What follows belongs to an exercise in optimizing a design on an open flow for small area; a production flow would make more cautious choices.
Function was checked by simulation only, so behaviour that the tests miss may differ from the original.
The clock port is modelled as an ideal driver; clocking choices that lean on that would not hold on a real chip.
Power and IR drop assume default switching activity.

File: flow/design.v
module lath_8b10b (
    input  wire [9:0] sym,
    input  wire       rd,
    output wire [7:0] data,
    output wire       is_dat,
    output wire       is_k281,
    output wire       is_k285,
    output wire       is_k277,
    output wire       is_k297,
    output wire       err,
    output wire       rd_next
);
    function automatic [4:0] dec6(input [5:0] c);
        case (c)
            6'b100111, 6'b011000: dec6 = 5'd0;
            6'b011101, 6'b100010: dec6 = 5'd1;
            6'b101101, 6'b010010: dec6 = 5'd2;
            6'b110001:            dec6 = 5'd3;
            6'b110101, 6'b001010: dec6 = 5'd4;
            6'b101001:            dec6 = 5'd5;
            6'b011001:            dec6 = 5'd6;
            6'b111000, 6'b000111: dec6 = 5'd7;
            6'b111001, 6'b000110: dec6 = 5'd8;
            6'b100101:            dec6 = 5'd9;
            6'b010101:            dec6 = 5'd10;
            6'b110100:            dec6 = 5'd11;
            6'b001101:            dec6 = 5'd12;
            6'b101100:            dec6 = 5'd13;
            6'b011100:            dec6 = 5'd14;
            6'b010111, 6'b101000: dec6 = 5'd15;
            6'b011011, 6'b100100: dec6 = 5'd16;
            6'b100011:            dec6 = 5'd17;
            6'b010011:            dec6 = 5'd18;
            6'b110010:            dec6 = 5'd19;
            6'b001011:            dec6 = 5'd20;
            6'b101010:            dec6 = 5'd21;
            6'b011010:            dec6 = 5'd22;
            6'b111010, 6'b000101: dec6 = 5'd23;
            6'b110011, 6'b001100: dec6 = 5'd24;
            6'b100110:            dec6 = 5'd25;
            6'b010110:            dec6 = 5'd26;
            6'b110110, 6'b001001: dec6 = 5'd27;
            6'b001110:            dec6 = 5'd28;
            6'b101110, 6'b010001: dec6 = 5'd29;
            6'b011110, 6'b100001: dec6 = 5'd30;
            default:              dec6 = 5'd31;
        endcase
    endfunction
    function automatic [2:0] dec4(input [3:0] c);
        case (c)
            4'b1011, 4'b0100: dec4 = 3'd0;
            4'b1001:          dec4 = 3'd1;
            4'b0101:          dec4 = 3'd2;
            4'b1100, 4'b0011: dec4 = 3'd3;
            4'b1101, 4'b0010: dec4 = 3'd4;
            4'b1010:          dec4 = 3'd5;
            4'b0110:          dec4 = 3'd6;
            default:          dec4 = 3'd7;
        endcase
    endfunction
    wire [5:0] s = sym[9:4];
    wire [3:0] c = sym[3:0];
    wire [2:0] p = s[0] + s[1] + s[2] + s[3] + s[4] + s[5];
    wire [2:0] q = c[0] + c[1] + c[2] + c[3];
    wire p3 = (p == 3'd3);
    wire rd6 = rd ^ !p3;
    wire v6 = (p3 && (rd ? (s[2] | s[1] | s[0]) : (s[5] | s[4] | s[3]))) ||
              (rd ? (p == 3'd2 && !(s[5] && s[4]) && !(s[1] && s[0]))
                  : (p == 3'd4 && (s[5] || s[4]) && (s[1] || s[0])));
    wire a7 = (s[1] == s[0]) && (s[1] != rd6);
    wire v4 = (q == 3'd2 && (rd6 ? (c[1] | c[0]) : (c[3] | c[2]))) ||
              (rd6 ? (q == 3'd1 && (a7 ? !c[0] : !c[3]))
                   : (q == 3'd3 && (a7 ? c[0] : c[3])));
    assign is_dat  = v6 && v4;
    assign is_k281 = rd ? (sym == 10'b1100000110) : (sym == 10'b0011111001);
    assign is_k285 = rd ? (sym == 10'b1100000101) : (sym == 10'b0011111010);
    assign is_k277 = rd ? (sym == 10'b0010010111) : (sym == 10'b1101101000);
    assign is_k297 = rd ? (sym == 10'b0100010111) : (sym == 10'b1011101000);
    assign err     = !(is_dat || is_k281 || is_k285 || is_k277 || is_k297);
    wire [3:0] tot = p + q + rd;
    assign rd_next = tot >= 4'd6;
    wire a = s[5], b = s[4], cc = s[3], d = s[2], e = s[1], i = s[0];
    wire aeqb = ~(a ^ b), ceqd = ~(cc ^ d), eeqi = ~(e ^ i);
    wire p22 = (a & b & ~cc & ~d) | (cc & d & ~a & ~b) | (~aeqb & ~ceqd);
    wire p13 = (~aeqb & ~cc & ~d) | (~ceqd & ~a & ~b);
    wire p31 = (~aeqb & cc & d) | (~ceqd & a & b);
    wire p22bceeqi   = p22 & b & cc & eeqi;
    wire p22bncneeqi = p22 & ~b & ~cc & eeqi;
    wire p22aceeqi   = p22 & a & cc & eeqi;
    wire p22ancneeqi = p22 & ~a & ~cc & eeqi;
    wire p13in  = p13 & ~i;
    wire p31i   = p31 & i;
    wire p13dei = p13 & d & e & i;
    wire p13en  = p13 & ~e;
    wire anbnenin = ~a & ~b & ~e & ~i;
    wire abei     = a & b & e & i;
    wire cndnenin = ~cc & ~d & ~e & ~i;
    wire compa = p22bncneeqi | p31i | p13dei | p22ancneeqi | p13en | abei | cndnenin;
    wire compb = p22bceeqi | p31i | p13dei | p22aceeqi | p13en | abei | cndnenin;
    wire compc = p22bceeqi | p31i | p13dei | p22ancneeqi | p13en | anbnenin | cndnenin;
    wire compd = p22bncneeqi | p31i | p13dei | p22aceeqi | p13en | abei | cndnenin;
    wire compe = p22bncneeqi | p13in | p13dei | p22ancneeqi | p13en | anbnenin | cndnenin;
    wire f = c[3], g = c[2], h = c[1], j = c[0];
    wire y0 = (~g & ~h) | (f & ~j) | (~f & h & j);
    wire y1 = (~f & j) | (g & h) | (f & ~h & ~j);
    wire y2 = (~f & ~g & ~h) | (g & h) | (~g & ~j) | (f & g & j);
    assign data = {y2, y1, y0, e ^ compe, d ^ compd, cc ^ compc, b ^ compb, a ^ compa};
endmodule
module lath_rx (
    input  wire        clk,
    input  wire        rst,           
    input  wire        in_valid,
    input  wire [9:0]  in_sym,        
    output reg         locked,
    output reg         code_err,      
    output reg         fold,          
    output reg         fold_det,      
    output reg         fr_sof,        
    output reg         fr_valid,      
    output reg  [7:0]  fr_data,
    output reg         fr_end,        
    output reg  [1:0]  fr_status,     
    output reg         mk_valid,      
    output reg         mk_err,        
    output wire [7:0]  mk_id,
    output wire [23:0] mk_lead,
    output wire        mk_origin
);
    localparam [31:0] CRC_RESIDUE = 32'hB798B438;
    localparam [7:0]  C8_RESIDUE  = 8'h00;
    function automatic [31:0] crc32c_byte(input [31:0] crc, input [7:0] d);
        reg [31:0] c;
        integer i;
        begin
            c = crc ^ {24'd0, d};
            for (i = 0; i < 8; i = i + 1)
                c = c[0] ? ((c >> 1) ^ 32'h82F63B78) : (c >> 1);
            crc32c_byte = c;
        end
    endfunction
    function automatic [7:0] crc8_byte(input [7:0] crc, input [7:0] d);
        reg [7:0] c;
        integer i;
        begin
            c = crc ^ d;
            for (i = 0; i < 8; i = i + 1)
                c = c[7] ? ((c << 1) ^ 8'h07) : (c << 1);
            crc8_byte = c;
        end
    endfunction
    localparam [5:0] AGE0   = 6'b111110;
    localparam [5:0] AGEOUT = 6'b111111;
    function automatic [5:0] age_inc(input [5:0] a);
        age_inc = {a[4:0], ~(a[5] ^ a[4]) | (&a[4:0])};
    endfunction
    localparam [8:0] NC0   = 9'b111111110;
    localparam [8:0] NC511 = 9'b111111111;
    function automatic [8:0] nc_inc(input [8:0] a);
        nc_inc = {a[7:0], ~(a[8] ^ a[4]) | (&a[7:0])};
    endfunction
    localparam [8:0] CNT0 = 9'd502;
    reg         rd;             
    reg  [5:0]  age1, age2, age3;   
    reg  [8:0]  nocomma;        
    reg         prev_k285;      
    reg         in_frame, in_mark;
    reg  [8:0]  cnt;            
    reg  [31:0] crc;            
    reg  [9:0]  aux;            
    assign mk_id     = crc[7:0];
    assign mk_lead   = crc[31:8];
    assign mk_origin = aux[8];
    wire [7:0] d;
    wire       is_dat, is_k281, is_k285, is_sof, is_eof, d_err, d_rd;
    lath_8b10b u_dec (
        .sym     (in_sym),
        .rd      (rd),
        .data    (d),
        .is_dat  (is_dat),
        .is_k281 (is_k281),
        .is_k285 (is_k285),
        .is_k277 (is_sof),
        .is_k297 (is_eof),
        .err     (d_err),
        .rd_next (d_rd)
    );
    wire is_comma = is_k281 || is_k285;
    wire lose     = locked && ((d_err && age3 != AGEOUT) || (!is_comma && nocomma == NC511));
    wire gain     = !locked && is_comma && !nocomma[3];
    wire parse    = locked && !lose;
    wire idle     = !in_frame && !in_mark;
    wire full     = cnt[8] && !cnt[7];
    wire mk_tail  = cnt[3] && cnt[1];
    wire [7:0]  crc_x  = {8{in_frame}} & (crc[7:0] ^ d);
    wire [31:0] crc_n  = {8'd0, crc[31:8]} ^ crc32c_byte(32'd0, crc_x) ^ {{8{in_mark}} & d, 24'd0};
    wire [7:0]  crc8_n = crc8_byte(aux[7:0], d);
    wire [8:0]  len9    = aux[8:0];
    wire        len_hi  = aux[9] || (aux[8] && (|aux[7:0]));
    wire        bad_len = len_hi || (cnt != len9);
    wire        bad_crc = (crc != CRC_RESIDUE);
    wire fr_len   = cnt[8] && cnt[7] && cnt[3] && !cnt[2] && cnt[1];
    wire [2:0] fold_run  = cnt[2:0] ^ CNT0[2:0];
    wire       fold_set  = idle && is_dat && d == 8'h4A && prev_k285;
    wire [2:0] fold_next = (fold_run == 3'd7) ? 3'd7 : fold_run + 3'd1;
    wire nc_clr = locked ? (is_comma || lose) : (d_err || gain);
    wire nc_step = locked || is_comma;
    always @(posedge clk) begin
        fr_status <= (is_eof && !lose) ? (bad_len ? 2'd2 : bad_crc ? 2'd1 : 2'd0) : 2'd3;
        fr_data   <= d;
        if (in_valid) begin
            prev_k285 <= is_k285;
            if (parse && is_dat && ((in_frame && !full) || (in_mark && !(mk_tail && cnt[0]))))
                cnt <= cnt + 9'd1;
            else if (parse && fold_set)
                cnt[2:0] <= fold_next ^ CNT0[2:0];
            else if (!(parse && idle && is_k285))
                cnt <= CNT0;
            if (is_dat && (in_frame || (in_mark && !mk_tail)))
                crc <= crc_n;
            else if (!(is_dat && in_mark))
                crc <= 32'hFFFFFFFF;
            if (is_dat && in_frame && fr_len) begin
                if (!cnt[0])
                    aux[7:0] <= d;
                else
                    aux[9:8] <= {|d[7:1], d[0]};
            end else if (is_dat && in_mark) begin
                aux[7:0] <= crc8_n;
                if (mk_tail && !cnt[0])
                    aux[8] <= d[0];
            end else if (!is_dat || idle)
                aux[7:0] <= 8'd0;
        end
        if (!locked) begin
            age1 <= AGEOUT; age2 <= AGEOUT; age3 <= AGEOUT;
            in_frame <= 1'b0;
            in_mark  <= 1'b0;
        end else if (in_valid) begin
            if (d_err) begin
                age1 <= AGE0;
                age2 <= age_inc(age1);
                age3 <= age_inc(age2);
            end else begin
                age1 <= age_inc(age1);
                age2 <= age_inc(age2);
                age3 <= age_inc(age3);
            end
            in_frame <= parse && ((in_frame && is_dat && !full) || is_sof);
            in_mark  <= parse && ((in_mark && is_dat && !(mk_tail && cnt[0])) || is_k281);
        end
        if (rst) begin
            rd        <= 1'b0;
            locked    <= 1'b0;
            nocomma   <= NC0;
            code_err  <= 1'b0;
            fold      <= 1'b0;
            fold_det  <= 1'b0;
            fr_sof    <= 1'b0;
            fr_valid  <= 1'b0;
            fr_end    <= 1'b0;
            mk_valid  <= 1'b0;
            mk_err    <= 1'b0;
        end else begin
            code_err <= in_valid && d_err;
            fold     <= in_valid && parse && fold_set;
            fold_det <= in_valid && parse && fold_set && fold_run == 3'd7;
            fr_sof   <= in_valid && parse && is_sof;
            fr_valid <= in_valid && parse && in_frame && is_dat && !full;
            fr_end   <= in_valid && locked && in_frame && (lose || !is_dat || full);
            mk_valid <= in_valid && parse && in_mark && is_dat && mk_tail && cnt[0] && crc8_n == C8_RESIDUE;
            mk_err   <= in_valid && parse && in_mark && is_dat && mk_tail && cnt[0] && crc8_n != C8_RESIDUE;
            if (in_valid) begin
                rd <= d_rd;
                if (lose)
                    locked <= 1'b0;
                else if (gain)
                    locked <= 1'b1;
                if (nc_clr)
                    nocomma <= NC0;
                else if (nc_step)
                    nocomma <= nc_inc(nocomma);
            end
        end
    end
endmodule
File: flow/flow/run.sh
#!/bin/bash
# Own layout flow: the standard synthesis, then an area-oriented re-mapping of
# the combinational logic only (registers, their names and cell types are kept
# exactly as the standard synthesis made them), then the standard layout steps
# with smaller port buffers.
set -euo pipefail
W=$PWD
R=$W/orfs/results/$FLOW_PLATFORM/lath_rx/base
LIB=$FLOW_HOME/platforms/$FLOW_PLATFORM/lib/sky130_fd_sc_hd__tt_025C_1v80.lib
YOSYS=${YOSYS_EXE:-$FLOW_HOME/../tools/install/yosys/bin/yosys}

# 1. standard synthesis, unchanged
bash standard.sh synth > $W/flow_synth_std.log 2>&1
cp $R/1_2_yosys.v $W/std_1_2_yosys.v

# 2. re-map the combinational cells for area
DU=""
for c in $(sed -n '/^export DONT_USE_CELLS/,/^#/p' $FLOW_HOME/platforms/$FLOW_PLATFORM/config.mk | tr -d '\\' | grep -o 'sky130_fd_sc_hd__[a-z0-9_]*'); do
  DU="$DU -dont_use $c"
done
cat > $W/resyn.ys <<EOF
read_liberty -ignore_miss_func $LIB
read_verilog $W/std_1_2_yosys.v
hierarchy -top $FLOW_TOP
blackbox sky130_fd_sc_hd__*df* sky130_fd_sc_hd__*dl* sky130_fd_sc_hd__conb_1
flatten
rename -hide w:*.*
opt_clean -purge
abc -liberty $LIB $DU -script $W/flow/area.abc
opt_clean -purge
hilomap -singleton -hicell sky130_fd_sc_hd__conb_1 HI -locell sky130_fd_sc_hd__conb_1 LO
insbuf -buf sky130_fd_sc_hd__buf_1 A X
opt_clean -purge
tee -o $W/resyn_stat.txt stat -liberty $LIB
write_verilog -noattr -noexpr -nohex -nodec $R/1_2_yosys.v
EOF
$YOSYS -s $W/resyn.ys > $W/flow_resyn.log 2>&1
rm -f $R/1_synth.odb $R/1_synth.sdc

# 3. the standard layout steps on the re-mapped netlist, with buf_1 port
#    buffers and, before CTS, the flip-flops split by placement into groups of
#    about 16, each clocked by its own clkbuf_8 (flow/prects.tcl); CTS then
#    only buffers the clock net from the port to those group buffers
export PRE_CTS_TCL=$W/flow/prects.tcl
export CLK_GROUP=16
export CLK_GROUP_BUF=sky130_fd_sc_hd__clkbuf_8
bash standard.sh "BUFFER_PORTS_ARGS=-buffer_cell sky130_fd_sc_hd__buf_1" \
  "CTS_ARGS=-clk_nets clk -repair_clock_nets -dont_use_dummy_load -buf_list sky130_fd_sc_hd__clkbuf_4" \
  finish > $W/flow_finish.log 2>&1
File: flow/flow/area.abc
strash
&get -n
&deepsyn -T 240
&put
dch -f
amap
strash
dch -f
amap
File: flow/flow/prects.tcl
# Manual clock clustering before CTS: the flip-flops are split by placement
# into groups of about CLK_GROUP (k-means on their locations), and each group
# gets one clock buffer at its centroid, fed from the clock net. CTS then only
# has the group buffers as sinks of the clock net.
set group_size [expr {[info exists ::env(CLK_GROUP)] ? $::env(CLK_GROUP) : 30}]
set clk_buf [expr {[info exists ::env(CLK_GROUP_BUF)] ? $::env(CLK_GROUP_BUF) : "sky130_fd_sc_hd__clkbuf_8"}]
set block [ord::get_db_block]
set db [ord::get_db]
set cnet [$block findNet clk]
set master [$db findMaster $clk_buf]
set sinks {}
foreach it [$cnet getITerms] {
  set inst [$it getInst]
  set bb [$inst getBBox]
  lappend sinks [list $it [expr {([$bb xMin] + [$bb xMax]) / 2.0}] [expr {([$bb yMin] + [$bb yMax]) / 2.0}]]
}
set n [llength $sinks]
set k [expr {int(ceil(double($n) / $group_size))}]
set cap [expr {int(ceil(double($n) / $k))}]
puts "manual clock groups: $n sinks in $k groups"
# k-means, seeded by sorting on x+y
set sorted [lsort -real -index 1 $sinks]
set cx {}; set cy {}
for {set c 0} {$c < $k} {incr c} {
  set s [lindex $sorted [expr {int(($c + 0.5) * $n / $k)}]]
  lappend cx [lindex $s 1]; lappend cy [lindex $s 2]
}
for {set iter 0} {$iter < 50} {incr iter} {
  # assign nearest-first, at most cap sinks per group
  set pairs {}
  for {set i 0} {$i < $n} {incr i} {
    set s [lindex $sinks $i]
    for {set c 0} {$c < $k} {incr c} {
      lappend pairs [list [expr {abs([lindex $s 1] - [lindex $cx $c]) + abs([lindex $s 2] - [lindex $cy $c])}] $i $c]
    }
  }
  set assign [lrepeat $n -1]
  set fill [lrepeat $k 0]
  foreach p [lsort -real -index 0 $pairs] {
    lassign $p d i c
    if {[lindex $assign $i] < 0 && [lindex $fill $c] < $cap} {
      lset assign $i $c
      lset fill $c [expr {[lindex $fill $c] + 1}]
    }
  }
  set sx [lrepeat $k 0.0]; set sy [lrepeat $k 0.0]; set sn [lrepeat $k 0]
  foreach s $sinks a $assign {
    lset sx $a [expr {[lindex $sx $a] + [lindex $s 1]}]
    lset sy $a [expr {[lindex $sy $a] + [lindex $s 2]}]
    lset sn $a [expr {[lindex $sn $a] + 1}]
  }
  for {set c 0} {$c < $k} {incr c} {
    if {[lindex $sn $c] > 0} {
      lset cx $c [expr {[lindex $sx $c] / [lindex $sn $c]}]
      lset cy $c [expr {[lindex $sy $c] / [lindex $sn $c]}]
    }
  }
}
for {set c 0} {$c < $k} {incr c} {
  set gnet [odb::dbNet_create $block "clknet_grp_$c"]
  $gnet setSigType CLOCK
  set inst [odb::dbInst_create $block $master "clkbuf_grp_$c"]
  $inst setLocation [expr {int([lindex $cx $c])}] [expr {int([lindex $cy $c])}]
  $inst setPlacementStatus PLACED
  [$inst findITerm A] connect $cnet
  [$inst findITerm X] connect $gnet
}
foreach s $sinks a $assign {
  set it [lindex $s 0]
  $it disconnect
  $it connect [$block findNet "clknet_grp_$a"]
}
puts "group sizes: [lsort -integer $sn]"
File: flow/standard.sh
#!/bin/bash
# synth_recipe.tcl (not shown) runs the flow's synth.tcl, then flattens the netlist and writes it again
# the make line also repeats each setting of config.mk as NAME=value (left out here)
make -C /OpenROAD-flow-scripts/flow DESIGN_CONFIG=/design/flow/config.mk WORK_HOME=/design/flow/orfs CLKGATE_MAP_FILE= SYNTH_SCRIPT=/design/flow/synth_recipe.tcl "${@:-finish}"
File: flow/config.mk
export PLATFORM = sky130hd
export DESIGN_NAME = lath_rx
export DESIGN_NICKNAME = lath_rx
export VERILOG_FILES = /design/flow/design.v
export SDC_FILE = /design/flow/constraint.sdc
export NUM_CORES = 4
export LEC_CHECK = 0
export CAP_MARGIN = 20
export CORE_MARGIN = 2
export CORE_UTILIZATION = 75
export GPL_TIMING_DRIVEN = 0
export SLEW_MARGIN = 20
File: flow/constraint.sdc
create_clock -name core_clock -period 25.0 [get_ports {clk}]
set_input_delay 5.0000 -clock core_clock [delete_from_list [all_inputs] [get_ports {clk}]]
set_output_delay 5.0000 -clock core_clock [all_outputs]
set_load 0.01 [all_outputs]
==> results.txt, run 1 <==
Hold Vio Cnt, Final=0; RR Endpoint=cnt[2]; flop2flop setup slack=slightly below 20 ns; # rows=31; Port Buffer Count=64; # DRC=0; syn nets=between 700 and 800; overall routing resource usage=0.395; global-route wire length before repair=around 27 mm; final setup fails=0; Clock Power Share=0.244; Rel. slew slack=0.298; Pleak=between 1.5 and 2 nW; YS warnings=1; initial antenna violation count=0; internal power=227 uW; Worst Skew=0.0410 ns; period utilization=0.458; path depth of the worst reg2reg path=16; Worst setup EP type=flop; Worst setup SP type=primary input; fin. max-slew vios=0; CTS clk-pin slew, worst paths=0.08 ns; area of the multi-input gates=2790 sq um; HPWL after DPL=approximately 12 mm; cell area power density=between 50 and 60 nW/um^2; total wire length=about 17 mm; outcome=no timing/DRC/antenna violations; pin count of the biggest net entering global routing=21; Slew @ Worst Pin=about 1.0 ns; Fmax=0.0873 GHz; top-level I/O count=between 60 and 70; max-cap viol count=0; routed via count=6423; Sw Ratio=0.314; Sequential Power Share=0.537; fin util=0.854; Crit Path Max Fanout=9; die width=91.5 microns; Routability Congestion=approximately 1.1; Fin Setup TNS=0 ns; Clk Latency, worst-skew pair=0.51 ns; DIE HEIGHT=a little over 90 microns; dpl cells=902; min cycle time layout=~11 ns; Worst R2R Start=rd; Mapped Area=approximately 5700 sq um; Hold Buf Count CTS=0; register area=roughly 2500 sq um; non-filler instance count after layout=approximately 900; HP Class=flop to flop; Setup CP Type=primary input to flop; Final ANT Viol Nets=0; drt initial violations=between 1000 and 1500; VDD IR max=54.8 uV; number of global-route vias before repair=approximately 5800; Gate Count Post-Synth=between 700 and 800; Worst Path Arrival=11.62 ns; total power=between 300 and 400 uW; Ant. Diodes=0; mean number of vias per cell=approximately 7; filler cell count=439; Synth Area per Inst=around 8 sq um; Setup crit end=crc[20]; worst path required time=around 25 ns; GRT overflow=0; RSZ-0062 raised after global routing=false; Sw Pwr=around 100 uW; Final Net Count=between 800 and 900; layout cell share with drive strength beyond 1=0.0172; cts repair resizes=0; CP startpoint=in_sym[7]; total CTS buffers=3; Die Footprint=8360 sq um; Avg WL per Cell=between 15 and 20 microns; Core Area=~7300 sq um; combinational power share=0.219; Post-CTS Setup Inserts=0; CTS tree=yes; First-pass DRT Iterations=9; Initial Util=0.783; Area growth, synth to finish=9.16%
metal layers:
layer  vias to the layer above  global-route usage  share of wire
met2                       619               0.648           0.45
met4                         0               0.157          0.046
li1                       2879                   -              -
met1                      2819               0.511           0.36
met3                       106              0.0822           0.15
met5                         -                   0              0
cell usage in the layout (no fill, tap or decap), types with 2 or more instances in the layout:
| cell type | instances |
|---|---|
| a2111oi_0 | 2 |
| a211oi_1 | 3 |
| a21oi_1 | 65 |
| a221oi_1 | 5 |
| a22oi_1 | 13 |
| a311o_1 | 3 |
| a311oi_1 | 2 |
| a31oi_1 | 7 |
| a32oi_1 | 2 |
| and3_1 | 2 |
| and4_1 | 2 |
| buf_1 | 66 |
| clkbuf_4 | 3 |
| clkbuf_8 | 7 |
| clkinv_1 | 108 |
| dfxtp_1 | 49 |
| edfxtp_1 | 52 |
| nand2_1 | 42 |
| nand3_1 | 11 |
| nand4_1 | 9 |
| nor2_1 | 163 |
| nor3_1 | 22 |
| nor4_1 | 10 |
| o211ai_1 | 2 |
| o21a_1 | 5 |
| o21ai_0 | 39 |
| o221ai_1 | 12 |
| o22a_1 | 13 |
| o22ai_1 | 63 |
| o31ai_1 | 4 |
| o32a_1 | 2 |
| o32ai_1 | 2 |
| or2_0 | 7 |
| or4_1 | 3 |
cell type report, clock buffers not listed:
| cell class | count | area share |
|---|---|---|
| multi-input combinational | 526 | 0.446 |
| inverter | 108 | 0.0647 |
| tap | 99 | 0.0198 |
| buffer | 9 | 0.0166 |
| timing repair buffer | 66 | 0.0436 |
| sequential | 101 | 0.406 |
how the worst min path moves through the flow:
stage | slack, ns | start | cells past startpoint | end
finish | 0.51 | nocomma[0] | 2 | nocomma[0]
global route | 0.52 | nocomma[0] | 2 | nocomma[0]
global placement | 0.47 | nocomma[0] | 2 | nocomma[0]
detailed placement | 0.49 | nocomma[0] | 2 | nocomma[0]
CTS | 0.50 | nocomma[0] | 2 | nocomma[0]
floorplan | 0.45 | nocomma[0] | 2 | nocomma[0]
stage by stage:
step	hold slack, ns	worst slack, ns	area (sq um)
finish	0.510	13.54	6260
global route	0.520	12.99	6260
CTS	0.503	14.01	6260
detailed placement	0.488	13.52	6140
global placement	0.470	13.69	6100
floorplan	0.452	15.47	5740
power by group through the flow:
stage	sequential [mW]	clock [mW]	combinational (mW)
final	0.178	0.0809	0.0725
after global routing	0.178	0.0864	0.0780
after CTS	0.178	0.0801	0.0683
after detailed placement	0.181	0	0.0678
after global placement	0.182	0	0.0640
after floorplan	0.182	0	0.0485
worst max-delay path, cell delays in order:
cell	delay, ns
buf_1	0.28
clkinv_1	0.29
o21ai_0	0.61
nand2_1	0.16
nor2_1	0.16
a21oi_1	0.06
o221ai_1	0.58
clkinv_1	0.47
o221ai_1	0.38
o311ai_0	0.38
clkinv_1	0.27
nor2_1	0.06
a21oi_1	0.47
clkinv_1	0.33
o22ai_1	0.38
clkinv_1	0.21
o22ai_1	0.30
clkinv_1	0.17
o22ai_1	0.39
nor2_1	0.09
a21oi_1	0.28
nor2_1	0.09
a21oi_1	0.13
a22oi_1	0.08
flip-flops by register name (all words and copies together), names as in the netlist, 2 cells and up:
| name | flops |
|---|---|
| age1 | 6 |
| age2 | 6 |
| age3 | 6 |
| aux | 10 |
| cnt | 9 |
| crc | 32 |
| fr_data | 8 |
| fr_status | 2 |
| nocomma | 9 |
==> run 2: changes to the inputs <==
--- a/flow/config.mk
+++ b/flow/config.mk
@@ -8,5 +8,5 @@
 export CAP_MARGIN = 20
 export CORE_MARGIN = 2
-export CORE_UTILIZATION = 75
+export CORE_UTILIZATION = 65
 export GPL_TIMING_DRIVEN = 0
 export SLEW_MARGIN = 20
==> run 2 against run 1 <==
  * Still clean
  * Sequential power barely moved
  * Core utilization fell by 13 points
  * Wire length rose by 0.18%
  * Critical endpoint is now cnt[2]
  * Highest routed layer unchanged
==> results.txt, run 2 <==
cell mode on critical path=nor2_1; fin util=0.727 (-0.127); Worst setup EP type=flop; top-level I/O count=65 (unchanged); cts repair resizes=0 (unchanged); Mapped Area=5740 sq um (unchanged); Port Buffer Count=64 (unchanged); YS warnings=1 (unchanged); drt initial violations=710 (-37%); HPWL after DPL=12.7 mm (+2.8%); Rel. slew slack=0.247 (-0.0505); final setup fails=0 (unchanged); worst path required time=25.26 ns (+0.10 ns); cell area power density=53.1 nW/um^2 (+0.52%); initial antenna violation count=0 (unchanged); Hold Buf Count CTS=0 (unchanged); # DRC=0 (unchanged); outcome=no timing/DRC/antenna violations; Clk Latency, worst-skew pair=0.54 ns (+0.03 ns); RSZ-0062 raised after global routing=false; DP Area=6150 sq um (+0.18%); # rows=34 (+9.7%); global-route wire length before repair=26.8 mm (-0.92%); Die Footprint=9590 sq um (+15%); HP Class=flop to flop; die width=97.9 microns (+7.1%); Critical Path, Cell by Cell=buf_1 -> clkinv_1 -> o21ai_0 -> nor2_1 -> a21oi_1 -> nand2_1 -> o21ai_0 -> clkinv_1 -> nor2_1 -> nand2_1 -> o21ai_0 -> nor2_1 -> a311oi_1 -> a32oi_1 -> nor4_1 -> clkinv_1 -> nor2_1 -> clkinv_1 -> o22a_1 -> a21oi_1 -> nor2_1 -> nor2_1 -> o31ai_1; commonest cells after routing, fill and taps aside=nor2_1, clkinv_1, buf_1; overall routing resource usage=0.338 (-0.0568); pin count of the biggest net entering global routing=23 (+9.5%); CTS clk-pin slew, worst paths=0.10 ns (+0.02 ns); CTS tree=yes; Largest stage delay, worst path=0.90 ns (+0.29 ns); Initial Util=0.664 (-0.118); period utilization=0.455 (-0.00384); First-pass DRT Iterations=6 (-3); VDD IR max=42.6 uV (-22%); Routability Congestion=0.963 (-14%); max-cap viol count=0 (unchanged); Largest Register=crc; Core Area=8640 sq um (+18%); Worst setup SP type=primary input; Hold Vio Cnt, Final=0 (unchanged); Worst Path Arrival=11.62 ns (about the same); Avg WL per Cell=18.1 microns (-0.91%); routed via count=6129 (-4.6%); total wire length=16.7 mm (+0.18%); syn nets=750 (unchanged); Gate Count Post-Synth=737 (unchanged); Crit Path Max Fanout=14 (+5); Largest regs=crc (32), aux (10); max reg flops=32 (unchanged); worst setup margin=13.64 ns (+0.0959 ns); layout cell share with drive strength beyond 1=0.0172 (-0.0000212); Post-CTS Setup Inserts=0 (unchanged); Place WS=13.38 ns (-0.139 ns); Finished Cell Area=6280 sq um (+0.22%); GRT overflow=0 (unchanged); Worst Skew=0.0688 ns (+0.0278 ns); Slew @ Worst Pin=1.12 ns (+0.0880 ns); Setup CP Type=primary input to flop; mean number of vias per cell=6.65 (-5.6%); fin. max-slew vios=0 (unchanged); most common cell after layout, fill and taps aside=nor2_1; Final ANT Viol Nets=0 (unchanged); Pleak=1.88 nW (+0.27%); min cycle time layout=11.36 ns (-0.0959 ns); Fmax=0.0880 GHz (+0.84%); number of global-route vias before repair=5531 (-3.8%); Area growth, synth to finish=9.40%; CP max stage cell=nor2_1; Ant. Diodes=0 (unchanged); Synth Area per Inst=7.78 sq um (unchanged); total CTS buffers=3 (unchanged); Final Net Count=829 (+0.12%); DIE HEIGHT=97.9 microns (+7.1%); Fin Setup TNS=0 ns (unchanged)
[run 2: layout make-up, clock buffers not listed]
cell class	instances	area, sq um
tap	108	135
multi-input combinational	526	2790
sequential	101	2540
buffer	9	104
timing repair buffer	67	278
inverter	108	405
fill	716	2360
[run 2: stage by stage]
step	hold WS (ns)	std cells	total power, mW
detailed placement	0.486	911	0.249
floorplan	0.452	737	0.231
CTS	0.506	921	0.331
finish	0.503	922	0.333
global placement	0.469	909	0.247
global route	0.537	922	0.344
[run 2: metal layers]
| layer | vias up | GRT usage | wire (microns) |
|---|---|---|---|
| li1 | 2884 | - | - |
| met1 | 2763 | 0.454 | 6550 |
| met2 | 416 | 0.555 | 7730 |
| met3 | 66 | 0.0515 | 1840 |
| met4 | 0 | 0.129 | 566 |
| met5 | - | 0 | 0 |
[run 2: final timing paths]
kind                   start  slack [ns]    endpoint  cells past startpoint
setup / recovery   in_sym[7]       13.64      cnt[2]                     23
hold / removal    nocomma[0]        0.50  nocomma[0]                      2
setup reg to reg          rd       19.32      cnt[2]                     16
hold reg to reg   nocomma[0]        0.50  nocomma[0]                      2
[run 2: power breakdown]
| group | total, mW | leakage, nW | internal (mW) | switching [mW] |
|---|---|---|---|---|
| clock network | 0.0848 | 0.0641 | 0.0309 | 0.0539 |
| logic | 0.0708 | 1.01 | 0.0201 | 0.0507 |
| registers | 0.178 | 0.798 | 0.176 | 0.00165 |
| total | 0.333 | 1.88 | 0.227 | 0.106 |
[run 2: critical path, delay by kind of cell]
| family | cells | cell delay, ns |
|---|---|---|
| AOI/OAI and AO/OA | 9 | 2.46 |
| buffers and inverters | 5 | 1.66 |
| and+or+nand+nor | 9 | 2.49 |
==> run 3: changes to the inputs <==
==> flow/flow/area.abc (replaced) <==
strash
&get -n
&deepsyn -T 900
&put
dch -f
amap
strash
dch -f
amap
==> run 3 against run 2 <==
  * Combinational power shrank 0.7%
  * Critical endpoint is now crc[31]
  * Flip-flop and latch count is the same
  * Die area grew 0.16%
  * Design area grew 0.20%
  * Via count grew 0.20%
  * Still clean on timing, DRC and antenna
  * Wire length grew 5.0%
==> results.txt, run 3 <==
outcome=no timing/DRC/antenna violations; mean number of vias per cell=6.70 (+0.85%); CTS tree=yes; Setup CP Type=primary input to flop; Core Area=8640 sq um (unchanged); Pleak=1.87 nW (-0.17%); Routability Congestion=1.04 (+8.1%); # DRC=0 (unchanged); VDD IR max=56.9 uV (+34%); Critical Path, Cell by Cell=buf_1 -> clkinv_1 -> nor2_1 -> nor2_1 -> nand2_1 -> o21ai_0 -> o21ai_0 -> clkinv_1 -> nor2_1 -> a22oi_1 -> a211oi_1 -> a21oi_1 -> nor2_2 -> clkinv_1 -> or2_0 -> o22ai_1 -> o21a_1 -> nor2_1 -> o31ai_1; # rows=34 (unchanged); final setup fails=0 (unchanged); DIE HEIGHT=98.0 microns (about the same); critical path depth=19 (-17%); cell area power density=52.8 nW/um^2 (-0.64%); worst path required time=25.33 ns (+0.07 ns); path depth of the worst reg2reg path=12 (-4); DP Area=6160 sq um (+0.16%); drt initial violations=653 (-8.0%); fin. max-slew vios=0 (unchanged); Hold Buf Count CTS=0 (unchanged); Crit Path Max Fanout=20 (+6); Avg WL per Cell=19.1 microns (+5.7%); max-cap viol count=0 (unchanged); top-level I/O count=65 (unchanged); First-pass DRT Iterations=7 (+1); HP Class=flop to flop; Largest regs=crc (32), aux (10); Final Net Count=823 (-0.72%); Port Buffer Count=64 (unchanged); Worst setup SP type=primary input; min cycle time layout=10.45 ns (-0.918 ns); fin util=0.728 (+0.00145); Clk Latency, worst-skew pair=0.54 ns (about the same); global-route wire length before repair=27.9 mm (+4.4%); Worst Skew=0.0989 ns (+0.0301 ns); Gate Count Post-Synth=733 (-0.54%); YS warnings=1 (unchanged); cts repair resizes=0 (unchanged); Fin Setup TNS=0 ns (unchanged); Largest stage delay, worst path=0.82 ns (-0.08 ns); worst hold path depth=2 (unchanged); Initial Util=0.665 (+0.00116); number of global-route vias before repair=5609 (+1.4%); HPWL after DPL=13.3 mm (+5.0%); Rel. slew slack=0.233 (-0.0141); syn nets=746 (-0.53%); Synth Area per Inst=7.84 sq um (+0.72%); layout cell share with drive strength beyond 1=0.0198 (+0.00260); Area growth, synth to finish=9.43% (about the same); period utilization=0.418 (-0.0367); Die Footprint=9610 sq um (+0.16%); cell mode on critical path=nor2_1; Slew @ Worst Pin=1.15 ns (+0.0253 ns); CTS clk-pin slew, worst paths=0.09 ns (about the same); Finished Cell Area=6290 sq um (+0.20%); Worst setup EP type=flop; total power=332 uW (-0.44%); most common cell after layout, fill and taps aside=nor2_1; max reg flops=32 (unchanged); pin count of the biggest net entering global routing=22 (-4.3%); commonest cells after routing, fill and taps aside=nor2_1, clkinv_1, buf_1; Ant. Diodes=0 (unchanged); overall routing resource usage=0.359 (+0.0215); initial antenna violation count=0 (unchanged); WP buf/inv=4 (-1); Fmax=0.0957 GHz (+8.8%); Crit path max-delay family=simple AND/OR/NAND/NOR gates; total wire length=17.5 mm (+5.0%); Post-CTS Setup Inserts=0 (unchanged); Mapped Area=5750 sq um (+0.17%); Hold Vio Cnt, Final=0 (unchanged); total CTS buffers=3 (unchanged); Final ANT Viol Nets=0 (unchanged); GRT overflow=0 (unchanged); CP max stage cell=clkinv_1; Largest Register=crc; Worst Path Arrival=10.78 ns (-0.84 ns); RSZ-0062 raised after global routing=false; die width=98.0 microns (about the same); routed via count=6141 (+0.20%)
-- run 3: changes by cell type in the layout (fill, tap and decap cells not counted), sizes merged, moves of 4 or more --
cell / delta
nor3: +4
o22a: -6
o21ai: +4
nor2: -18
o32ai: +5
a21oi: -14
a22oi: +4
nor2b: +8
clkinv: +12
-- run 3: final timing paths --
| kind | start | to | slack, ns |
|---|---|---|---|
| max | in_sym[9] | crc[31] | 14.55 |
| min | age1[3] | age1[3] | 0.48 |
| max reg2reg | rd | crc[31] | 20.74 |
| min reg2reg | age1[3] | age1[3] | 0.48 |
-- run 3: through the flow --
stage | hold WS (ns) | std cells | setup slack, ns
after floorplan | 0.425 | 733 | 16.09
after global placement | 0.438 | 905 | 13.67
after detailed placement | 0.464 | 906 | 14.34
after CTS | 0.481 | 916 | 14.85
after global routing | 0.507 | 916 | 14.17
final | 0.483 | 916 | 14.55
-- run 3: per-layer routing --
metal	wire (microns)	up-vias	global-route usage
met2	8080	426	0.569
met5	0	-	0
li1	-	2858	-
met4	589	0	0.136
met1	6990	2791	0.511
met3	1860	66	0.0437
-- run 3: cell type report, clock buffers not listed --
class | instances | area (sq um)
fillers | 654 | 2350
flip-flops and latches | 101 | 2540
repair buffers | 65 | 268
well taps | 108 | 135
inverters | 120 | 450
plain buffers | 9 | 104
multi-input cells | 510 | 2770
-- run 3: worst reg2reg max path: cells and delay by family, from the launching register on --
| family | cells | cell delay [ns] |
|---|---|---|
| AND/OR/NAND/NOR | 4 | 1.47 |
| buffers and inverters | 2 | 1.02 |
| flip-flops | 1 | 0.42 |
| AO/OA/AOI/OAI | 6 | 1.17 |
-- run 3: where the power goes --
part	switching [mW]	internal, mW
Sequential	0.00146	0.176
Combinational	0.0512	0.0192
Clock	0.0531	0.0309
==> run 4: changes to the inputs <==
--- a/flow/config.mk
+++ b/flow/config.mk
@@ -8,5 +8,5 @@
 export CAP_MARGIN = 20
 export CORE_MARGIN = 2
-export CORE_UTILIZATION = 65
+export CORE_UTILIZATION = 75
 export GPL_TIMING_DRIVEN = 0
 export SLEW_MARGIN = 20
==> run 4 against run 3 <==
  * Clock skew up 0.0043 ns
  * Via count up 5.1%
  * Sequential share of layout area up 0.089 points
  * Flip-flop and latch count unchanged
  * Register-to-register slack worse by 0.02 ns
  * Global-route usage up 5.2 points
  * Clock power down 1%
  * Combinational power about the same
==> results.txt, run 4 <==
outcome=no timing/DRC/antenna violations; DIE HEIGHT=91.5 microns (-6.6%); DP Area=6150 sq um (-0.22%); CP max stage cell=o21ai_0; area of the multi-input gates=2760 sq um (about the same); Sw Ratio=0.316 (-0.00189); critical path depth=24 (+5); Rel. slew slack=0.245 (+0.0115); most common cell after layout, fill and taps aside=nor2_1; Core Area=7330 sq um (-15%); Clock Power Share=0.251 (-0.002); drt initial violations=1092 (+67%); Worst Skew=0.103 ns (+0.00431 ns); Largest stage delay, worst path=0.62 ns (-0.20 ns); Final Net Count=823 (unchanged); Sw Pwr=105 uW (-0.89%); layout cell share with drive strength beyond 1=0.0186 (-0.00124); # rows=31 (-8.8%); CTS clk-pin slew, worst paths=0.09 ns (about the same); cell mode on critical path=nor2_1; Largest Register=crc; Worst setup EP type=flop; worst hold path depth=2 (unchanged); # DRC=0 (unchanged); Ant. Diodes=0 (unchanged); top-level I/O count=65 (unchanged); RSZ-0062 raised after global routing=false; min cycle time layout=10.43 ns (-0.0171 ns); fin. max-slew vios=0 (unchanged); total wire length=17.4 mm (-0.46%); Gate Count Post-Synth=733 (unchanged); cell area power density=52.8 nW/um^2 (about the same); Post-CTS Setup Inserts=0 (unchanged); HP Class=flop to flop; Fmax=0.0959 GHz (+0.16%); Crit path max-delay family=compound AO/OA/AOI/OAI gates; Synth Area per Inst=7.84 sq um (unchanged); path depth of the worst reg2reg path=17 (+5); Setup CP Type=primary input to flop; dpl cells=897 (-0.99%); Finished Cell Area=6270 sq um (-0.22%); CTS tree=yes; Clk Latency, worst-skew pair=0.55 ns (about the same); total CTS buffers=3 (unchanged); Worst Hold Margin=0.465 ns (-0.0176 ns); global-route wire length before repair=27.9 mm (-0.17%); Worst setup SP type=primary input; Hold Buf Count CTS=0 (unchanged); commonest cells after routing, fill and taps aside=nor2_1, clkinv_1, buf_1; GRT overflow=0 (unchanged); internal power=226 uW (about the same); worst path required time=25.38 ns (+0.05 ns); non-filler instance count after layout=907 (-0.98%); filler cell count=451 (-31%); register area=2540 sq um (unchanged); cts repair resizes=0 (unchanged); syn nets=746 (unchanged); Area growth, synth to finish=9.19%; Crit Path Max Fanout=8 (-60%); Slew @ Worst Pin=1.13 ns (-0.0214 ns); Fin Setup TNS=0 ns (unchanged); max reg flops=32 (unchanged); period utilization=0.417 (-0.000684); Routability Congestion=1.10 (+5.6%); Initial Util=0.784 (+0.118); routed via count=6456 (+5.1%); Die Footprint=8380 sq um (-13%); die width=91.5 microns (-6.6%); initial antenna violation count=0 (unchanged); VDD IR max=52.8 uV (-7.1%); mean number of vias per cell=7.12 (+6.2%); overall routing resource usage=0.411 (+0.0518); First-pass DRT Iterations=8 (+1); Pleak=1.87 nW (about the same); Sequential Power Share=0.537 (+0.002); Worst Path Arrival=10.81 ns (+0.03 ns); Hold Vio Cnt, Final=0 (unchanged); max-cap viol count=0 (unchanged); pin count of the biggest net entering global routing=21 (-4.5%); fin util=0.856 (+0.128); Port Buffer Count=64 (unchanged); Largest regs=crc (32), aux (10); final setup fails=0 (unchanged); Mapped Area=5750 sq um (unchanged); number of global-route vias before repair=5875 (+4.7%); HPWL after DPL=13.1 mm (-1.5%); WP buf/inv=5 (+1); YS warnings=1 (unchanged); combinational power share=0.212 (about the same); Critical Path, Cell by Cell=buf_1 -> clkinv_1 -> nor2_1 -> nor2_1 -> nand2_1 -> o21ai_0 -> o21ai_0 -> clkinv_1 -> nand2_1 -> nor2_1 -> a21oi_1 -> nand3_1 -> nor2_1 -> a221oi_1 -> a31oi_1 -> clkinv_1 -> o22ai_1 -> clkinv_1 -> o21ai_0 -> nor2_1 -> a22oi_1 -> nand3_1 -> or3_1 -> nor2_1; Avg WL per Cell=19.2 microns (+0.53%); Final ANT Viol Nets=0 (unchanged)
[run 4: metal layers]
layer / GRT usage / share of wire
met5: 0 / 0
met4: 0.150 / 0.042
met3: 0.0896 / 0.15
met2: 0.650 / 0.44
met1: 0.558 / 0.36
[run 4: area by class of cell, clock buffers not listed]
class	instances	area share
tap	99	0.0197
sequential	101	0.405
buffer	9	0.0166
inverter	120	0.0718
multi-input combinational	510	0.440
timing repair buffer	65	0.0427
[run 4: final timing paths]
path                  start       to  slack [ns]
setup / recovery  in_sym[8]   mk_err       14.57
hold / removal      age1[5]  age1[5]        0.47
setup reg to reg         rd   mk_err       20.72
hold reg to reg     age1[5]  age1[5]        0.47
[run 4: metrics by stage]
stage,power [mW],worst slack [ns]
detailed placement,0.248,14.47
floorplan,0.229,16.09
global route,0.341,14.30
CTS,0.326,15.00
global placement,0.244,14.13
finish,0.331,14.57
[run 4: power groups by stage]
stage                     combinational (mW)  clock [mW]  sequential (mW)
final                                 0.0702      0.0830            0.178
after global routing                  0.0757      0.0868            0.178
after CTS                             0.0667      0.0812            0.178
after detailed placement              0.0662           0            0.182
after global placement                0.0622           0            0.182
after floorplan                       0.0469           0            0.182
[run 4: worst reg2reg max path, delay by kind of cell, from the launching register on]
family / cells / cell delay [ns]
compound gates: 6 / 1.54
simple gates: 8 / 1.65
buf+inv: 3 / 0.50
flops: 1 / 0.44
==> run 5: changes to the inputs <==
--- a/flow/flow/run.sh
+++ b/flow/flow/run.sh
@@ -40,9 +40,10 @@
 # 3. the standard layout steps on the re-mapped netlist, with buf_1 port
 #    buffers and, before CTS, the flip-flops split by placement into groups of
-#    about 16, each clocked by its own clkbuf_8 (flow/prects.tcl); CTS then
-#    only buffers the clock net from the port to those group buffers
+#    about 16, each clocked by its own clkbuf_8, all fed by one root clkbuf_8
+#    on the clock port (flow/prects.tcl); CTS then has nothing left to build
 export PRE_CTS_TCL=$W/flow/prects.tcl
 export CLK_GROUP=16
 export CLK_GROUP_BUF=sky130_fd_sc_hd__clkbuf_8
+export CLK_ROOT_BUF=sky130_fd_sc_hd__clkbuf_8
 bash standard.sh "BUFFER_PORTS_ARGS=-buffer_cell sky130_fd_sc_hd__buf_1" \
   "CTS_ARGS=-clk_nets clk -repair_clock_nets -dont_use_dummy_load -buf_list sky130_fd_sc_hd__clkbuf_4" \
==> flow/flow/area.abc (replaced) <==
strash
&get -n
&deepsyn -T 240
&put
dch -f
amap
strash
dch -f
amap
--- a/flow/flow/prects.tcl
+++ b/flow/flow/prects.tcl
@@ -1,6 +1,7 @@
 # Manual clock clustering before CTS: the flip-flops are split by placement
-# into groups of about CLK_GROUP (k-means on their locations), and each group
-# gets one clock buffer at its centroid, fed from the clock net. CTS then only
-# has the group buffers as sinks of the clock net.
+# into groups of about CLK_GROUP (k-means on their locations, at most an even
+# share per group), and each group gets one clock buffer at its centroid. With
+# CLK_ROOT_BUF set, one root buffer between the clock port and the group
+# buffers drives them all, and CTS then finds nothing left to build.
 set group_size [expr {[info exists ::env(CLK_GROUP)] ? $::env(CLK_GROUP) : 30}]
 set clk_buf [expr {[info exists ::env(CLK_GROUP_BUF)] ? $::env(CLK_GROUP_BUF) : "sky130_fd_sc_hd__clkbuf_8"}]
@@ -72,2 +73,21 @@
 }
 puts "group sizes: [lsort -integer $sn]"
+# one root buffer between the clock port and the group buffers
+if {[info exists ::env(CLK_ROOT_BUF)]} {
+  set rmaster [$db findMaster $::env(CLK_ROOT_BUF)]
+  set rnet [odb::dbNet_create $block "clknet_grp_root"]
+  $rnet setSigType CLOCK
+  set rinst [odb::dbInst_create $block $rmaster "clkbuf_grp_root"]
+  set sx 0.0; set sy 0.0
+  for {set c 0} {$c < $k} {incr c} { set sx [expr {$sx + [lindex $cx $c]}]; set sy [expr {$sy + [lindex $cy $c]}] }
+  $rinst setLocation [expr {int($sx / $k)}] [expr {int($sy / $k)}]
+  $rinst setPlacementStatus PLACED
+  for {set c 0} {$c < $k} {incr c} {
+    set it [[$block findInst "clkbuf_grp_$c"] findITerm A]
+    $it disconnect
+    $it connect $rnet
+  }
+  [$rinst findITerm A] connect $cnet
+  [$rinst findITerm X] connect $rnet
+}
+set_propagated_clock [all_clocks]
==> run 5 against run 4 <==
  * Flip-flop and latch count unchanged
  * Cell count up 0.33%
  * Design area decreased by 0.34%
  * Critical path depth stayed put
  * Hold slack improved by 0.043 ns
  * Register-to-register slack worse by 1.3 ns
  * Clock skew fell by 0.089 ns
  * Area after synthesis down 0.17%
  * Power decreased by 0.53%
  * Wire length decreased by 3.9%
  * Maximum frequency is 9.9% lower
  * Critical path type unchanged
  * Still clean
  * Sequential share of layout area rose by 0.14 points
==> results.txt, run 5 <==
# DRC=0 (unchanged); Fmax=0.0864 GHz (-9.9%); Largest Register=crc; DIE HEIGHT=91.5 microns (about the same); Hold Path Sink=nocomma[0]; Worst setup SP type=primary input; VDD IR max=58.1 uV (+9.9%); Worst Skew=0.0143 ns (-0.0889 ns); worst path required time=25.08 ns (-0.30 ns); CP startpoint=in_sym[7]; commonest cells after routing, fill and taps aside=nor2_1, clkinv_1, buf_1; Initial Util=0.783 (-0.00137); Setup CP Type=primary input to flop; HPWL after DPL=12.3 mm (-5.9%); # rows=31 (unchanged); total wire length=16.8 mm (-3.9%); most common cell after layout, fill and taps aside=nor2_1; Die Footprint=8360 sq um (-0.16%); Hold Crit Start=nocomma[0]; Worst Hold Margin=0.508 ns (+0.0430 ns); syn nets=750 (+0.54%); Hold Vio Cnt, Final=0 (unchanged); cell mode on critical path=clkinv_1; drt initial violations=952 (-13%); die width=91.5 microns (about the same); Rel. slew slack=0.296 (+0.0515); Worst setup EP type=flop; Routability Congestion=1.12 (+1.6%); period utilization=0.463 (+0.0457); Port Buffer Count=64 (unchanged); layout cell share with drive strength beyond 1=0.0148 (-0.00377); min cycle time layout=11.57 ns (+1.14 ns); Crit Path Max Fanout=9 (+1); worst hold path depth=2 (unchanged); outcome=no timing/DRC/antenna violations; CP max stage cell=o21ai_0; Gate Count Post-Synth=737 (+0.55%); Mapped Area=5740 sq um (-0.17%); Critical Path, Cell by Cell=buf_1 -> clkinv_1 -> o21ai_0 -> nand2_1 -> nor2_1 -> a21oi_1 -> o221ai_1 -> clkinv_1 -> o221ai_1 -> o221ai_1 -> clkinv_1 -> nor2_1 -> a21oi_1 -> clkinv_1 -> o22ai_1 -> clkinv_1 -> o22ai_1 -> clkinv_1 -> o22ai_1 -> clkinv_1 -> o22ai_1 -> nor2_1 -> a21oi_1 -> a22oi_1; max reg flops=32 (unchanged); fin. max-slew vios=0 (unchanged); overall routing resource usage=0.388 (-0.0233); Pleak=1.86 nW (-0.47%); path depth of the worst reg2reg path=16 (-1); Ant. Diodes=0 (unchanged); Synth Area per Inst=7.78 sq um (-0.72%); Largest stage delay, worst path=0.62 ns (about the same); max-cap viol count=0 (unchanged); Avg WL per Cell=18.4 microns (-4.2%); CTS clk-pin slew, worst paths=0.09 ns (about the same); HP Class=flop to flop; top-level I/O count=65 (unchanged); WP buf/inv=8 (+3); global-route wire length before repair=26.9 mm (-3.4%); filler cell count=443 (-1.8%); initial antenna violation count=0 (unchanged); mean number of vias per cell=7.10 (-0.28%); Worst R2R Start=rd; flop2flop setup slack=19.41 ns (-1.31 ns); pin count of the biggest net entering global routing=21 (unchanged); final setup fails=0 (unchanged); Fin Setup TNS=0 ns (unchanged); RSZ-0062 raised after global routing=false; Core Area=7330 sq um (unchanged); Worst Path Arrival=11.65 ns (+0.84 ns); cell area power density=52.7 nW/um^2 (-0.19%); Slew @ Worst Pin=1.05 ns (-0.0827 ns); Area growth, synth to finish=9.01%; Crit path max-delay family=compound AO/OA/AOI/OAI gates; Hold Buf Count CTS=0 (unchanged); GRT overflow=0 (unchanged); RR Endpoint=cnt[2]; Clk Latency, worst-skew pair=0.39 ns (-0.16 ns); First-pass DRT Iterations=8 (unchanged); YS warnings=1 (unchanged); cts repair resizes=0 (unchanged); routed via count=6459 (+0.046%); Post-CTS Setup Inserts=0 (unchanged); number of global-route vias before repair=5712 (-2.8%); Final Net Count=826 (+0.36%); Largest regs=crc (32), aux (10); Final ANT Viol Nets=0 (unchanged)
[run 5: cell types whose count changed in the layout (fill, tap and decap cells not counted), sizes merged, moves of 4 or more]
cell    change
nor2       +18
nor2b       -8
a21oi      +14
nor3        -4
a22oi       -4
o22a        +6
o21ai       -4
clkinv     -12
o32ai       -5
[run 5: how the worst max path moves through the flow]
stage	to	slack, ns	cells after the start
after global routing	cnt[2]	12.95	23
after global placement	cnt[2]	13.69	23
final	crc[2]	13.43	24
after CTS	cnt[2]	13.88	23
after detailed placement	cnt[2]	13.52	23
after floorplan	crc[20]	15.47	23
[run 5: cell type report]
cell class | instances | area, sq um | area share
Multi-Input combinational cell | 526 | 2790 | 0.446
Sequential cell | 101 | 2540 | 0.407
Inverter | 108 | 405 | 0.0648
Timing Repair Buffer | 66 | 273 | 0.0436
Tap cell | 99 | 124 | 0.0198
Buffer | 10 | 118 | 0.0188
[run 5: through the flow]
| step | power [mW] | utilization | setup WS (ns) | cells | cell area (sq um) |
|---|---|---|---|---|---|
| finish | 0.329 | 0.853 | 13.43 | 910 | 6250 |
| global route | 0.339 | 0.853 | 12.95 | 910 | 6250 |
| CTS | 0.323 | 0.853 | 13.88 | 910 | 6250 |
| detailed placement | 0.249 | 0.838 | 13.52 | 902 | 6140 |
| global placement | 0.246 | 0.832 | 13.69 | 900 | 6100 |
| floorplan | 0.231 | - | 15.47 | 737 | 5740 |
[run 5: routing by layer]
metal	GRT usage	vias up	wire length (microns)
met2	0.648	641	7540
met4	0.126	0	740
li1	-	2883	-
met5	0	-	0
met3	0.0697	112	2520
met1	0.511	2823	5960
[run 5: power breakdown]
| group | leakage (nW) | switching (mW) | internal, mW |
|---|---|---|---|
| combinational | 1.01 | 0.0526 | 0.0199 |
| sequential | 0.798 | 0.00147 | 0.176 |
| clock | 0.0575 | 0.0501 | 0.0289 |
[run 5: worst register-to-register path, cell delays in order (launching register included)]
cell	delay, ns
dfxtp_1	0.40
clkinv_1	0.16
nor2_1	0.23
clkinv_1	0.12
a21oi_1	0.15
nor2_1	0.06
a311oi_1	0.26
a32oi_1	0.09
nor4_1	0.81
clkinv_1	0.23
nor2_1	0.81
clkinv_1	0.66
o22a_1	0.38
a21oi_1	0.62
nor2_1	0.17
nor2_1	0.13
o31ai_1	0.07

## separate check: timing with driven ports
No port has a modelled driver above. Below, the same layouts with a new extraction and two added sets of constraints.
Step 1: set_driving_cell puts a clkbuf_16 on clk and a buf_2 on each other input, an assumption about the parent block.
Step 2 times the ports against the registers' clock, not the clock port: input delays grow and output delays shrink by t, the midpoint of the rising clock arrivals with the driver on.
Slacks: ideal / step 1 / step 2; pairs: ideal / step 1.
run | shift t [ns] | setup slack, ns | worst hold slack (ns) | worst slew at a driven data input, ns | cell pins on the clock port's net
run 1 | 0.516 | 13.540 / 13.548 / 13.032 | 0.510 / 0.510 / 0.510 | 0.04 | 1
run 2 | 0.538 | 13.636 / 13.646 / 13.108 | 0.503 / 0.503 / 0.503 | 0.03 | 1
run 3 | 0.520 | 14.554 / 14.554 / 14.034 | 0.483 / 0.483 / 0.483 | 0.03 | 1
run 4 | 0.524 | 14.571 / 14.573 / 14.049 | 0.465 / 0.465 / 0.465 | 0.03 | 1
run 5 | 0.412 | 13.428 / 13.441 / 13.029 | 0.508 / 0.508 / 0.508 | 0.04 | 1
After both steps every run listed still meets setup and hold. For run 2, which loses most, drivers alone change the setup slack by +0.010 ns; drivers and shift together by -0.528 ns.
